From an optimization exercise on the open Yosys and OpenROAD flow, aimed at small area, a short achievable clock period and few clock cycles per item; shortcuts taken in it are not production practice.
The RTL was checked by simulation tests, not by an equivalence proof against the original design.
Power and IR drop assume default switching activity.

== P ==
## se_list_unit
module se_list_unit (
    input             clk,
    input             rst,
    input             start,
    input      [4:0]  cfg_m,
    output            idle,
    input             in_valid,
    output            in_ready,
    input      [31:0] in_score,
    input      [63:0] in_id,
    input             in_last,
    output            out_valid,
    input             out_ready,
    output     [31:0] out_key,
    output     [63:0] out_id,
    output            out_last,
    output            rec_valid,
    output     [4:0]  rec_count,
    output     [31:0] rec_scored,
    output     [31:0] rec_nan,
    output     [31:0] rec_dup,
    output     [31:0] rec_tail,
    output     [31:0] rec_max_key,
    output     [31:0] rec_edge_key,
    output     [31:0] rec_edge_ties
);
export LEC_CHECK = 0
export CAP_MARGIN = 20
export CORE_MARGIN = 2
export CORE_UTILIZATION = 45
export CTS_CLUSTER_DIAMETER = 100
export CTS_CLUSTER_SIZE = 20
export GPL_ROUTABILITY_DRIVEN = 1
export PLACE_DENSITY = 0.55
export SLEW_MARGIN = 20
create_clock -name core_clock -period 18.0 [get_ports {clk}]
standard.sh (not shown) runs the stock make flow with config.mk's settings and CLKGATE_MAP_FILE= SYNTH_SCRIPT=/design/flow/synth_recipe.tcl, a recipe that flattens the netlist after the stock synthesis.
==> flow/flow/run.sh <==
#!/bin/bash
# Standard layout with two changes: port buffers are plain buffers instead of
# delay cells, and repair_timing aims for a setup margin so that the achieved
# period shrinks.
set -euo pipefail
bash standard.sh SETUP_SLACK_MARGIN=12.6 "BUFFER_PORTS_ARGS=-buffer_cell sky130_fd_sc_hd__buf_2"  finish > standard.log 2>&1
Looking at the reports, P completed the entire flow and the layout it produced met the timing, DRC and antenna checks.
Testbench counts of P, summed over its fixed seeds: cycles 49,615, offers 47,503.
### P -> Q
- a change of PLACE_DENSITY from 0.55 to 0.65
- a change of CORE_UTILIZATION from 45 to 55
==> flow/flow/run.sh <==
#!/bin/bash
# Standard layout with two changes: port buffers are plain buffers instead of
# delay cells, and repair_timing aims for a setup margin so that the achieved
# period shrinks.
set -euo pipefail
bash standard.sh SETUP_SLACK_MARGIN=12.8 "BUFFER_PORTS_ARGS=-buffer_cell sky130_fd_sc_hd__buf_2"  finish > standard.log 2>&1
Notes after the runs:
Compared with P, the detailed router inserted more vias in Q.
Diff P -> Q: global-route usage went up 5.4 points, average footprint of a synthesized cell held, routed wire length went down 2.0%, least setup slack across all paths after layout went up 0.047 ns, synthesized area held.
Compared with P, Q shows a first-pass GRT wire length that is 6800 µm lower.
The inputs of R differ from those of Q as listed below.
- CORE_UTILIZATION changed from 55 to 45
- PLACE_DENSITY changed from 0.65 to 0.55
## What came out
The final core utilization of R is lower than that of Q. | headroom to the max-slew limit | R vs Q | ≈ equal |. Lower clock network fraction of design power among Q and R: Q. The overall power consumption of R exceeds that of Q by 1.3%. Of Q and R, Q shows the lower measured slew at the worst slew-check pin, with R above it. Summary of the comparison: die area is higher in R, relative to Q. Capturing element of the worst setup path = out_id[59]: R; capturing element of the worst setup path = out_id[63]: Q.
The following lists how S was set up differently from R:
==> flow/flow/run.sh <==
#!/bin/bash
# Standard layout with two changes: port buffers are plain buffers instead of
# delay cells, and repair_timing aims for a setup margin so that the achieved
# period shrinks.
set -euo pipefail
bash standard.sh SETUP_SLACK_MARGIN=13.0 "BUFFER_PORTS_ARGS=-buffer_cell sky130_fd_sc_hd__buf_2"  finish > standard.log 2>&1
==> results.txt <==
- Global-route track usage on met1 (lower): R
- S against R: worst hold slack comparable, post-synthesis share of cell area spent on and, or, nand and nor gates comparable, number of instances resized during post-cts repair now larger, logic gate share of total power comparable, footprint of the flip-flops and latches comparable.
- S vs R, pin slew with the least headroom to its limit went down by 0.067 ns.
- As of S, global-route wire length before repair had risen slightly compared to R.
- The worst setup path endpoint comes out out_id[3] in one run and out_id[59] in the other, namely in S and R respectively.
- Layout overhead on the synthesized area, S and R, lower one = R.
- Compared to R, S has share of the cycle needed by the critical path after routing 0.26 points lower.

========
== v28 ==
se_list_unit, a different RTL version from the one above (not shown whole).
Size: ~7600 cells after synthesis, ~440 I/O pins, ~75000 sq um of cells after synthesis.
==> flow/config.mk <==
export PLATFORM = sky130hd
export DESIGN_NAME = se_list_unit
export DESIGN_NICKNAME = se_list_unit
export VERILOG_FILES = /design/flow/design.v
export SDC_FILE = /design/flow/constraint.sdc
export NUM_CORES = 4
export LEC_CHECK = 0
export CAP_MARGIN = 20
export CORE_MARGIN = 2
export CORE_UTILIZATION = 50
export CTS_CLUSTER_DIAMETER = 100
export CTS_CLUSTER_SIZE = 20
export GPL_ROUTABILITY_DRIVEN = 1
export PLACE_DENSITY = 0.6
export SLEW_MARGIN = 20
==> flow/constraint.sdc <==
create_clock -name core_clock -period 18.0 [get_ports {clk}]
set_input_delay 3.6000 -clock core_clock [delete_from_list [all_inputs] [get_ports {clk}]]
set_output_delay 3.6000 -clock core_clock [all_outputs]
set_load 0.01 [all_outputs]
==> flow/flow/run.sh <==
#!/bin/bash
# Standard layout with two changes: port buffers are plain buffers instead of
# delay cells, and repair_timing aims for a setup margin so that the achieved
# period shrinks.
set -euo pipefail
bash standard.sh SETUP_SLACK_MARGIN=13.2 "BUFFER_PORTS_ARGS=-buffer_cell sky130_fd_sc_hd__buf_2"  finish > standard.log 2>&1
Having completed the whole flow, v28 delivered a layout that passed the timing, DRC and antenna checks.
Testbench counts of v28, summed over its fixed seeds: cycles 49,615, offers 47,503.
> inputs changed (v28 -> v58)
- swapping 0.6 for 0.65 in PLACE_DENSITY
- swapping 50 for 55 in CORE_UTILIZATION
--- a/flow/flow/run.sh
+++ b/flow/flow/run.sh
@@ -5,2 +5,2 @@
 set -euo pipefail
-bash standard.sh SETUP_SLACK_MARGIN=13.2 "BUFFER_PORTS_ARGS=-buffer_cell sky130_fd_sc_hd__buf_2"  finish > standard.log 2>&1
+bash standard.sh SETUP_SLACK_MARGIN=13.0 "BUFFER_PORTS_ARGS=-buffer_cell sky130_fd_sc_hd__buf_2"  finish > standard.log 2>&1
[summary]
v58 completed every stage of the flow, and the final layout passed the timing, DRC and antenna checks. Higher routed wire length goes to v28 over v58. v28 → v58: post-synthesis simple-gate area fraction flat; max capacitance violation total was more or less identical. Total global routing track utilization ended up 1.5 points higher on v58 than on v28. When the final numbers for v28 and v58 were put side by side, the power density over the cells turned out to be greater in v58. The final reports for v58 and v28 show met3 layer usage reported by global route higher in the former. | register clock-pin slew on the reported worst setup and hold paths | v28 vs v58 | ≈ equal |.
Relative to v58, the following input files were edited for v48:
- swapping 55 for 50 in CORE_UTILIZATION
- swapping 0.65 for 0.6 in PLACE_DENSITY
Notes after the runs:
Relative to v58, the post-cts sizing count measured on v48 has increased by more than 10%.
v48 reports a higher met1 wire length than v58 does.
Between v48 and v58, the clock-pin slew on the worst setup and hold paths figures differ only marginally.
Going from v58 to v48, sequential share of layout area shrinks by 0.18 points.
Setup changes, v48 to v24
- PLACE_DENSITY now 0.55, was 0.6
- CORE_UTILIZATION now 45, was 50
--- a/flow/flow/run.sh
+++ b/flow/flow/run.sh
@@ -5,2 +5,2 @@
 set -euo pipefail
-bash standard.sh SETUP_SLACK_MARGIN=13.0 "BUFFER_PORTS_ARGS=-buffer_cell sky130_fd_sc_hd__buf_2"  finish > standard.log 2>&1
+bash standard.sh SETUP_SLACK_MARGIN=12.8 "BUFFER_PORTS_ARGS=-buffer_cell sky130_fd_sc_hd__buf_2"  finish > standard.log 2>&1
### Flow results
v24 has completed all stages; timing, DRC and antenna checks passed. In the metrics for v24 and v48, the one carrying the lower setup slack at placement is v24. v48 → v24: first-pass GRT wire length increased by 6.6 mm relative to the old numbers, relative area change from synthesis to final layout closely matched the old numbers, cell count increased by 150 relative to the old numbers, power increased by 0.000028 W relative to the old numbers. Delta (v24 minus v48): ratio of final minimum period to clock period now sits higher; minimum clock period after layout now sits higher. In the reports for v24 and v48, the smaller slew at the pin closest to its max-slew limit belongs to v48.
What v46 does differently from v24 at the input level:
--- a/flow/flow/run.sh
+++ b/flow/flow/run.sh
@@ -5,2 +5,2 @@
 set -euo pipefail
-bash standard.sh SETUP_SLACK_MARGIN=12.8 "BUFFER_PORTS_ARGS=-buffer_cell sky130_fd_sc_hd__buf_2"  finish > standard.log 2>&1
+bash standard.sh SETUP_SLACK_MARGIN=13.0 "BUFFER_PORTS_ARGS=-buffer_cell sky130_fd_sc_hd__buf_2"  finish > standard.log 2>&1
--- outcome ---
Per the final summary, v46 finished and its layout is clean on timing, DRC and antenna. v46 and v24 ended up with nearly the same sequential standard cell area. v46 vs. v24: via density per instance closely matched the old numbers; global-route usage closely matched the old numbers. The end point of the critical path comes out rec_edge_key[7] in one run and out_id[1] in the other, namely in v24 and v46 respectively.

-- re-timing with driven ports --
How much do the figures lean on ideal ports? The routed layouts below were timed once more, with nothing changed but the port constraints. Step 1 sets driving cells, clkbuf_16 on the clock port and buf_2 on the other inputs (assumed; they add their load-dependent delay and slew). Step 2 adds t to the input delays and takes it off the output delays; t is the mean of the earliest and latest rising clock arrival at the registers after step 1. Input paths then give back, and output paths get back, about the clock's delay inside the block. Three values: ideal ports, drivers, drivers and shift; two values: the first two.
| run | shift t [ns] | slack for setup (ns) | worst setup path at the end | pins driven straight from the clock port |
|---|---|---|---|---|
| P | 0.799 | 12.818 / 12.732 / 12.315 | input to register | 1 |
| Q | 0.795 | 12.865 / 12.782 / 12.205 | input to register | 1 |
| R | 0.791 | 12.901 / 12.815 / 12.359 | input to register | 1 |
| S | 0.788 | 12.948 / 12.863 / 12.462 | input to register | 1 |
| v28 | 0.777 | 12.940 / 12.854 / 12.524 | input to register | 1 |
| v58 | 0.792 | 12.975 / 12.889 / 12.319 | input to register | 1 |
| v48 | 0.788 | 12.964 / 12.885 / 12.367 | input to register | 1 |
| v24 | 0.784 | 12.860 / 12.774 / 12.330 | input to register | 1 |
| v46 | 0.786 | 12.899 / 12.814 / 12.382 | input to register | 1 |
After both steps setup and hold are still met in every run listed. The setup slack of Q, which loses most, moves by -0.083 ns with the drivers and by -0.660 ns with both steps.
